Source: an optimization exercise on an open RTL-to-GDS flow (aim: small area, a short achievable clock period and few clock cycles per item). Production flows keep margins and buffers that such runs may drop. The RTL was checked by simulation tests, not by an equivalence proof against the original design. Power and IR drop assume default switching activity.

==> inputs of run a <==
Design warp_offset, start of the top module:
module warp_offset (
    input  wire         clk,
    input  wire         rst,
    input  wire         in_valid,
    output wire         in_ready,
    input  wire [14:0]  in_x,
    input  wire [23:0]  in_row,
    input  wire [23:0]  in_rows,
    input  wire [7:0]   in_pitch,
    input  wire [7:0]   in_beam_slow,
    input  wire [7:0]   in_facet_slow,
    input  wire [7:0]   in_slip,
    input  wire [7:0]   in_scr_w_m1,
    input  wire [7:0]   in_scr_h_m1,
    input  wire [7:0]   in_scr_x0,
    input  wire [7:0]   in_scr_y0,
    output wire [7:0]   node_addr_a,
    output wire [7:0]   node_addr_b,
    input  wire [15:0]  node_data_a,
    input  wire [15:0]  node_data_b,
    output wire [24:0]  src_row_a,
    output wire [24:0]  src_row_b,
    output wire [14:0]  src_col,
    input  wire [7:0]   src_data_a,
    input  wire [7:0]   src_data_b,
    output wire [15:0]  scr_cell,
    input  wire [119:0] scr_data,
    output wire         out_valid,
    input  wire         out_ready,
    output wire [15:0]  out_offset,
    output wire         out_clamp,
  ...
clock: 14.0 ns
lec_check: 0
cap_margin: 20
core_margin: 2
core_utilization: 55
cts_cluster_diameter: 100
cts_cluster_size: 24
place_density: 0.7
slew_margin: 20
standard.sh (not shown) runs the stock make flow with config.mk's settings and CLKGATE_MAP_FILE= SYNTH_SCRIPT=/design/flow/synth_recipe.tcl, a recipe that flattens the netlist after the stock synthesis.
==> flow/flow/run.sh <==
#!/bin/bash
# The standard layout, with ORFS's timing repair aimed at a tighter
# setup target than the clock period (the SDC itself is unchanged).
# Gate cloning is off so that no register is duplicated.
set -euo pipefail
bash standard.sh SETUP_SLACK_MARGIN=9.4 SKIP_GATE_CLONING=1 finish > standard_make.log 2>&1
==> run b: changes against run a <==
--- a/flow/design.v
+++ b/flow/design.v
@@ -325,121 +325,85 @@
     reg  [16:0] nap_q11;
     reg  [16:0] nap_q12;
     reg  [16:0] nap_q13;
     reg  [16:0] nap_q14;
     reg  [16:0] nap_q15;
     reg  [16:0] nap_q16;
     wire [6:0] hh_w;
     wire [7:0] add_w;
-    wire [22:0] mp0_w;
-    wire [22:0] mp1_w;
-    wire [22:0] mp2_w;
-    wire [22:0] mp3_w;
-    wire [22:0] mp4_w;
-    wire [22:0] mp5_w;
-    wire [22:0] mp6_w;
-    wire [22:0] mp7_w;
-    reg  [22:0] mp7_q7;
-    wire [22:0] mc0_0s_w;
-    wire [22:0] mc0_0c_w;
-    wire [22:0] mc0_2s_w;
-    wire [22:0] mc0_2c_w;
-    wire [22:0] mc1_0s_w;
-    wire [22:0] mc1_0c_w;
-    wire [22:0] mc1_2s_w;
-    wire [22:0] mc1_2c_w;
-    wire [22:0] mc2_0s_w;
-    wire [22:0] mc2_0c_w;
-    wire [22:0] mc3_0s_w;
-    wire [22:0] mc3_0c_w;
+    reg  [7:0] add_q7;
     wire [22:0] v_w;
+    reg  [22:0] v_q8;
     wire [6:0] vr0_w;
-    reg  [6:0] vr0_q8;
     wire [0:0] vb15_w;
-    reg  [0:0] vb15_q8;
     wire [0:0] vb14_w;
-    reg  [0:0] vb14_q8;
     wire [0:0] vb13_w;
-    reg  [0:0] vb13_q8;
     reg  [0:0] vb13_q9;
     wire [0:0] vb12_w;
-    reg  [0:0] vb12_q8;
     reg  [0:0] vb12_q9;
     wire [0:0] vb11_w;
-    reg  [0:0] vb11_q8;
     reg  [0:0] vb11_q9;
     reg  [0:0] vb11_q10;
     wire [0:0] vb10_w;
-    reg  [0:0] vb10_q8;
     reg  [0:0] vb10_q9;
     reg  [0:0] vb10_q10;
     wire [0:0] vb9_w;
-    reg  [0:0] vb9_q8;
     reg  [0:0] vb9_q9;
     reg  [0:0] vb9_q10;
     reg  [0:0] vb9_q11;
     wire [0:0] vb8_w;
-    reg  [0:0] vb8_q8;
     reg  [0:0] vb8_q9;
     reg  [0:0] vb8_q10;
     reg  [0:0] vb8_q11;
     wire [0:0] vb7_w;
-    reg  [0:0] vb7_q8;
     reg  [0:0] vb7_q9;
     reg  [0:0] vb7_q10;
     reg  [0:0] vb7_q11;
     reg  [0:0] vb7_q12;
     wire [0:0] vb6_w;
-    reg  [0:0] vb6_q8;
     reg  [0:0] vb6_q9;
     reg  [0:0] vb6_q10;
     reg  [0:0] vb6_q11;
     reg  [0:0] vb6_q12;
     wire [0:0] vb5_w;
-    reg  [0:0] vb5_q8;
     reg  [0:0] vb5_q9;
     reg  [0:0] vb5_q10;
     reg  [0:0] vb5_q11;
     reg  [0:0] vb5_q12;
     reg  [0:0] vb5_q13;
     wire [0:0] vb4_w;
-    reg  [0:0] vb4_q8;
     reg  [0:0] vb4_q9;
     reg  [0:0] vb4_q10;
     reg  [0:0] vb4_q11;
     reg  [0:0] vb4_q12;
     reg  [0:0] vb4_q13;
     wire [0:0] vb3_w;
-    reg  [0:0] vb3_q8;
     reg  [0:0] vb3_q9;
     reg  [0:0] vb3_q10;
     reg  [0:0] vb3_q11;
     reg  [0:0] vb3_q12;
     reg  [0:0] vb3_q13;
     reg  [0:0] vb3_q14;
     wire [0:0] vb2_w;
-    reg  [0:0] vb2_q8;
     reg  [0:0] vb2_q9;
     reg  [0:0] vb2_q10;
     reg  [0:0] vb2_q11;
     reg  [0:0] vb2_q12;
     reg  [0:0] vb2_q13;
     reg  [0:0] vb2_q14;
     wire [0:0] vb1_w;
-    reg  [0:0] vb1_q8;
     reg  [0:0] vb1_q9;
     reg  [0:0] vb1_q10;
     reg  [0:0] vb1_q11;
     reg  [0:0] vb1_q12;
     reg  [0:0] vb1_q13;
     reg  [0:0] vb1_q14;
     reg  [0:0] vb1_q15;
     wire [0:0] vb0_w;
-    reg  [0:0] vb0_q8;
     reg  [0:0] vb0_q9;
     reg  [0:0] vb0_q10;
     reg  [0:0] vb0_q11;
     reg  [0:0] vb0_q12;
     reg  [0:0] vb0_q13;
     reg  [0:0] vb0_q14;
     reg  [0:0] vb0_q15;
     wire [8:0] qd_t0_w;
@@ -822,60 +786,40 @@
     assign na_w = node_data_a;
     assign nb_w = node_data_b;
     assign d_w = {nb_w[15], nb_w} - {na_w[15], na_w};
     assign s_w = d_w[16];
     assign du_w = d_w[15:0] ^ {16{s_w}};
     assign nap_w = {na_w[15], na_w} + {{7{s3_q6[9]}}, s3_q6};
     assign hh_w = {1'b0, pm_q6[6:1]} + {6'd0, pm_q6[0]};
     assign add_w = s_w ? a1_q6 : {1'b0, hh_w};
-    assign mp0_w = {7'd0, fr_q7[0] ? du_q7 : 16'd0};
-    assign mp1_w = {6'd0, fr_q7[1] ? du_q7 : 16'd0, 1'd0};
-    assign mp2_w = {5'd0, fr_q7[2] ? du_q7 : 16'd0, 2'd0};
-    assign mp3_w = {4'd0, fr_q7[3] ? du_q7 : 16'd0, 3'd0};
-    assign mp4_w = {3'd0, fr_q7[4] ? du_q7 : 16'd0, 4'd0};
-    assign mp5_w = {2'd0, fr_q7[5] ? du_q7 : 16'd0, 5'd0};
-    assign mp6_w = {1'd0, fr_q7[6] ? du_q7 : 16'd0, 6'd0};
-    assign mp7_w = {15'd0, add_w};
-    assign mc0_0s_w = mp0_w ^ mp1_w ^ mp2_w;
-    assign mc0_0c_w = {((mp0_w & mp1_w) | (mp0_w & mp2_w) | (mp1_w & mp2_w)), 1'b0};
-    assign mc0_2s_w = mp3_w ^ mp4_w ^ mp5_w;
-    assign mc0_2c_w = {((mp3_w & mp4_w) | (mp3_w & mp5_w) | (mp4_w & mp5_w)), 1'b0};
-    assign mc1_0s_w = mc0_0s_w ^ mc0_0c_w ^ mc0_2s_w;
-    assign mc1_0c_w = {((mc0_0s_w & mc0_0c_w) | (mc0_0s_w & mc0_2s_w) | (mc0_0c_w & mc0_2s_w)), 1'b0};
-    assign mc1_2s_w = mc0_2c_w ^ mp6_w ^ mp7_q7;
-    assign mc1_2c_w = {((mc0_2c_w & mp6_w) | (mc0_2c_w & mp7_q7) | (mp6_w & mp7_q7)), 1'b0};
-    assign mc2_0s_w = mc1_0s_w ^ mc1_0c_w ^ mc1_2s_w;
-    assign mc2_0c_w = {((mc1_0s_w & mc1_0c_w) | (mc1_0s_w & mc1_2s_w) | (mc1_0c_w & mc1_2s_w)), 1'b0};
-    assign mc3_0s_w = mc2_0s_w ^ mc2_0c_w ^ mc1_2c_w;
-    assign mc3_0c_w = {((mc2_0s_w & mc2_0c_w) | (mc2_0s_w & mc1_2c_w) | (mc2_0c_w & mc1_2c_w)), 1'b0};
-    assign v_w = mc3_0s_w + mc3_0c_w;
-    assign vr0_w = v_w[22:16];
-    assign vb15_w = v_w[15];
-    assign vb14_w = v_w[14];
-    assign vb13_w = v_w[13];
-    assign vb12_w = v_w[12];
-    assign vb11_w = v_w[11];
-    assign vb10_w = v_w[10];
-    assign vb9_w = v_w[9];
-    assign vb8_w = v_w[8];
-    assign vb7_w = v_w[7];
-    assign vb6_w = v_w[6];
-    assign vb5_w = v_w[5];
-    assign vb4_w = v_w[4];
-    assign vb3_w = v_w[3];
-    assign vb2_w = v_w[2];
-    assign vb1_w = v_w[1];
-    assign vb0_w = v_w[0];
-    assign qd_t0_w = {1'b0, 8'({vr0_q8, vb15_q8})} + {2'b11, ~pm_q8};
+    assign v_w = {7'd0, du_q7} * {16'd0, fr_q7} + {15'd0, add_q7};
+    assign vr0_w = v_q8[22:16];
+    assign vb15_w = v_q8[15];
+    assign vb14_w = v_q8[14];
+    assign vb13_w = v_q8[13];
+    assign vb12_w = v_q8[12];
+    assign vb11_w = v_q8[11];
+    assign vb10_w = v_q8[10];
+    assign vb9_w = v_q8[9];
+    assign vb8_w = v_q8[8];
+    assign vb7_w = v_q8[7];
+    assign vb6_w = v_q8[6];
+    assign vb5_w = v_q8[5];
+    assign vb4_w = v_q8[4];
+    assign vb3_w = v_q8[3];
+    assign vb2_w = v_q8[2];
+    assign vb1_w = v_q8[1];
+    assign vb0_w = v_q8[0];
+    assign qd_t0_w = {1'b0, 8'({vr0_w, vb15_w})} + {2'b11, ~pm_q8};
     assign qd_q0_w = ~qd_t0_w[8];
-    assign qd_r0_w = qd_q0_w ? qd_t0_w[6:0] : 7'({vr0_q8, vb15_q8});
-    assign qd_t1_w = {1'b0, 8'({qd_r0_w, vb14_q8})} + {2'b11, ~pm_q8};
+    assign qd_r0_w = qd_q0_w ? qd_t0_w[6:0] : 7'({vr0_w, vb15_w});
+    assign qd_t1_w = {1'b0, 8'({qd_r0_w, vb14_w})} + {2'b11, ~pm_q8};
     assign qd_q1_w = ~qd_t1_w[8];
-    assign qd_r1_w = qd_q1_w ? qd_t1_w[6:0] : 7'({qd_r0_w, vb14_q8});
+    assign qd_r1_w = qd_q1_w ? qd_t1_w[6:0] : 7'({qd_r0_w, vb14_w});
     assign qd_t2_w = {1'b0, 8'({qd_r1_q9, vb13_q9})} + {2'b11, ~pm_q9};
     assign qd_q2_w = ~qd_t2_w[8];
     assign qd_r2_w = qd_q2_w ? qd_t2_w[6:0] : 7'({qd_r1_q9, vb13_q9});
     assign qd_t3_w = {1'b0, 8'({qd_r2_w, vb12_q9})} + {2'b11, ~pm_q9};
     assign qd_q3_w = ~qd_t3_w[8];
     assign qd_r3_w = qd_q3_w ? qd_t3_w[6:0] : 7'({qd_r2_w, vb12_q9});
     assign qd_t4_w = {1'b0, 8'({qd_r3_q10, vb11_q10})} + {2'b11, ~pm_q10};
     assign qd_q4_w = ~qd_t4_w[8];
@@ -1238,84 +1182,68 @@
             nap_q9 <= nap_q8;
             nap_q10 <= nap_q9;
             nap_q11 <= nap_q10;
             nap_q12 <= nap_q11;
             nap_q13 <= nap_q12;
             nap_q14 <= nap_q13;
             nap_q15 <= nap_q14;
             nap_q16 <= nap_q15;
-            mp7_q7 <= mp7_w;
-            vr0_q8 <= vr0_w;
-            vb15_q8 <= vb15_w;
-            vb14_q8 <= vb14_w;
-            vb13_q8 <= vb13_w;
-            vb13_q9 <= vb13_q8;
-            vb12_q8 <= vb12_w;
-            vb12_q9 <= vb12_q8;
-            vb11_q8 <= vb11_w;
-            vb11_q9 <= vb11_q8;
+            add_q7 <= add_w;
+            v_q8 <= v_w;
+            vb13_q9 <= vb13_w;
+            vb12_q9 <= vb12_w;
+            vb11_q9 <= vb11_w;
             vb11_q10 <= vb11_q9;
-            vb10_q8 <= vb10_w;
-            vb10_q9 <= vb10_q8;
+            vb10_q9 <= vb10_w;
             vb10_q10 <= vb10_q9;
-            vb9_q8 <= vb9_w;
-            vb9_q9 <= vb9_q8;
+            vb9_q9 <= vb9_w;
             vb9_q10 <= vb9_q9;
             vb9_q11 <= vb9_q10;
-            vb8_q8 <= vb8_w;
-            vb8_q9 <= vb8_q8;
+            vb8_q9 <= vb8_w;
             vb8_q10 <= vb8_q9;
             vb8_q11 <= vb8_q10;
-            vb7_q8 <= vb7_w;
-            vb7_q9 <= vb7_q8;
+            vb7_q9 <= vb7_w;
             vb7_q10 <= vb7_q9;
             vb7_q11 <= vb7_q10;
             vb7_q12 <= vb7_q11;
-            vb6_q8 <= vb6_w;
-            vb6_q9 <= vb6_q8;
+            vb6_q9 <= vb6_w;
             vb6_q10 <= vb6_q9;
             vb6_q11 <= vb6_q10;
             vb6_q12 <= vb6_q11;
-            vb5_q8 <= vb5_w;
-            vb5_q9 <= vb5_q8;
+            vb5_q9 <= vb5_w;
             vb5_q10 <= vb5_q9;
             vb5_q11 <= vb5_q10;
             vb5_q12 <= vb5_q11;
             vb5_q13 <= vb5_q12;
-            vb4_q8 <= vb4_w;
-            vb4_q9 <= vb4_q8;
+            vb4_q9 <= vb4_w;
             vb4_q10 <= vb4_q9;
             vb4_q11 <= vb4_q10;
             vb4_q12 <= vb4_q11;
             vb4_q13 <= vb4_q12;
-            vb3_q8 <= vb3_w;
-            vb3_q9 <= vb3_q8;
+            vb3_q9 <= vb3_w;
             vb3_q10 <= vb3_q9;
             vb3_q11 <= vb3_q10;
             vb3_q12 <= vb3_q11;
             vb3_q13 <= vb3_q12;
             vb3_q14 <= vb3_q13;
-            vb2_q8 <= vb2_w;
-            vb2_q9 <= vb2_q8;
+            vb2_q9 <= vb2_w;
             vb2_q10 <= vb2_q9;
             vb2_q11 <= vb2_q10;
             vb2_q12 <= vb2_q11;
             vb2_q13 <= vb2_q12;
             vb2_q14 <= vb2_q13;
-            vb1_q8 <= vb1_w;
-            vb1_q9 <= vb1_q8;
+            vb1_q9 <= vb1_w;
             vb1_q10 <= vb1_q9;
             vb1_q11 <= vb1_q10;
             vb1_q12 <= vb1_q11;
             vb1_q13 <= vb1_q12;
             vb1_q14 <= vb1_q13;
             vb1_q15 <= vb1_q14;
-            vb0_q8 <= vb0_w;
-            vb0_q9 <= vb0_q8;
+            vb0_q9 <= vb0_w;
             vb0_q10 <= vb0_q9;
             vb0_q11 <= vb0_q10;
             vb0_q12 <= vb0_q11;
             vb0_q13 <= vb0_q12;
             vb0_q14 <= vb0_q13;
             vb0_q15 <= vb0_q14;
             qd_q0_q9 <= qd_q0_w;
             qd_q0_q10 <= qd_q0_q9;
- CTS_CLUSTER_DIAMETER: 100 -> not set
- CTS_CLUSTER_SIZE: 24 -> not set
==> qor summary <==
	run b	run a
Outcome	no timing/DRC/antenna violations	no timing/DRC/antenna violations
Die footprint	220,000 um^2	219,000 um^2
Sequential share of cell area	0.543	0.563
Total GRT Usage	0.193	0.193
Number of antenna violations at the first check in global routing	3	2
Clock buffer depth	4	3
Number of combinational gates with multiple inputs	4,333	4,327
Placement Cell Area	127,000 um^2	127,000 um^2
Area of the core	215,000 um^2	214,000 um^2
Worst endpoint data arrival time	5.94 ns	5.47 ns
Sequential cell area	77,000 um^2	77,000 um^2
Pleak	58.6 nW	56.0 nW
Buf/Inv on CP	2	5
Combinational group share of total power	0.465	0.524
Met3 GRT Util	0.0305	0.0252
Average cell area after synthesis	14.9 um^2	14.8 um^2
Wirelength per Cell	17.9 um	18.2 um
Cell count of the worst reg-to-reg path	17	18
Max_slew headroom	0.289	0.286
Synthesized net count	9,331	9,355
Worst slack at placement	7.56 ns	7.16 ns
Testbench counts of run a, summed over its fixed seeds: cycles 1,776, items 1,600.
Testbench counts of run b, summed over its fixed seeds: cycles 1,776, items 1,600.

-- afterwards: timing with drivers on the ports --
In the flow no input, the clock included, has a driving cell. The finished layouts below were timed again as built, in two steps.
Step 1 assumes that a clkbuf_16 drives the clock port and a buf_2 every other input.
Step 2 moves the port delays by t, midway between the first and last clock arrival at a register: inputs arrive t later, outputs are due t later. That takes back most of the time a late clock gives input paths.
a / b / c = no drivers / after step 1 / after step 2; a / b = the first two.
| run | shift t [ns] | setup slack, ns | worst setup path at the end | worst register clock-pin slew, ns |
|---|---|---|---|---|
| run a | 0.877 | 9.089 / 9.018 / 8.269 | input to register | 0.10 / 0.10 |
| run b | 0.979 | 8.711 / 8.711 / 8.402 | input to register | 0.07 / 0.07 |
After both steps setup and hold are still met in every run listed. For run a, which loses most, drivers alone change the setup slack by -0.071 ns; drivers and shift together by -0.820 ns.
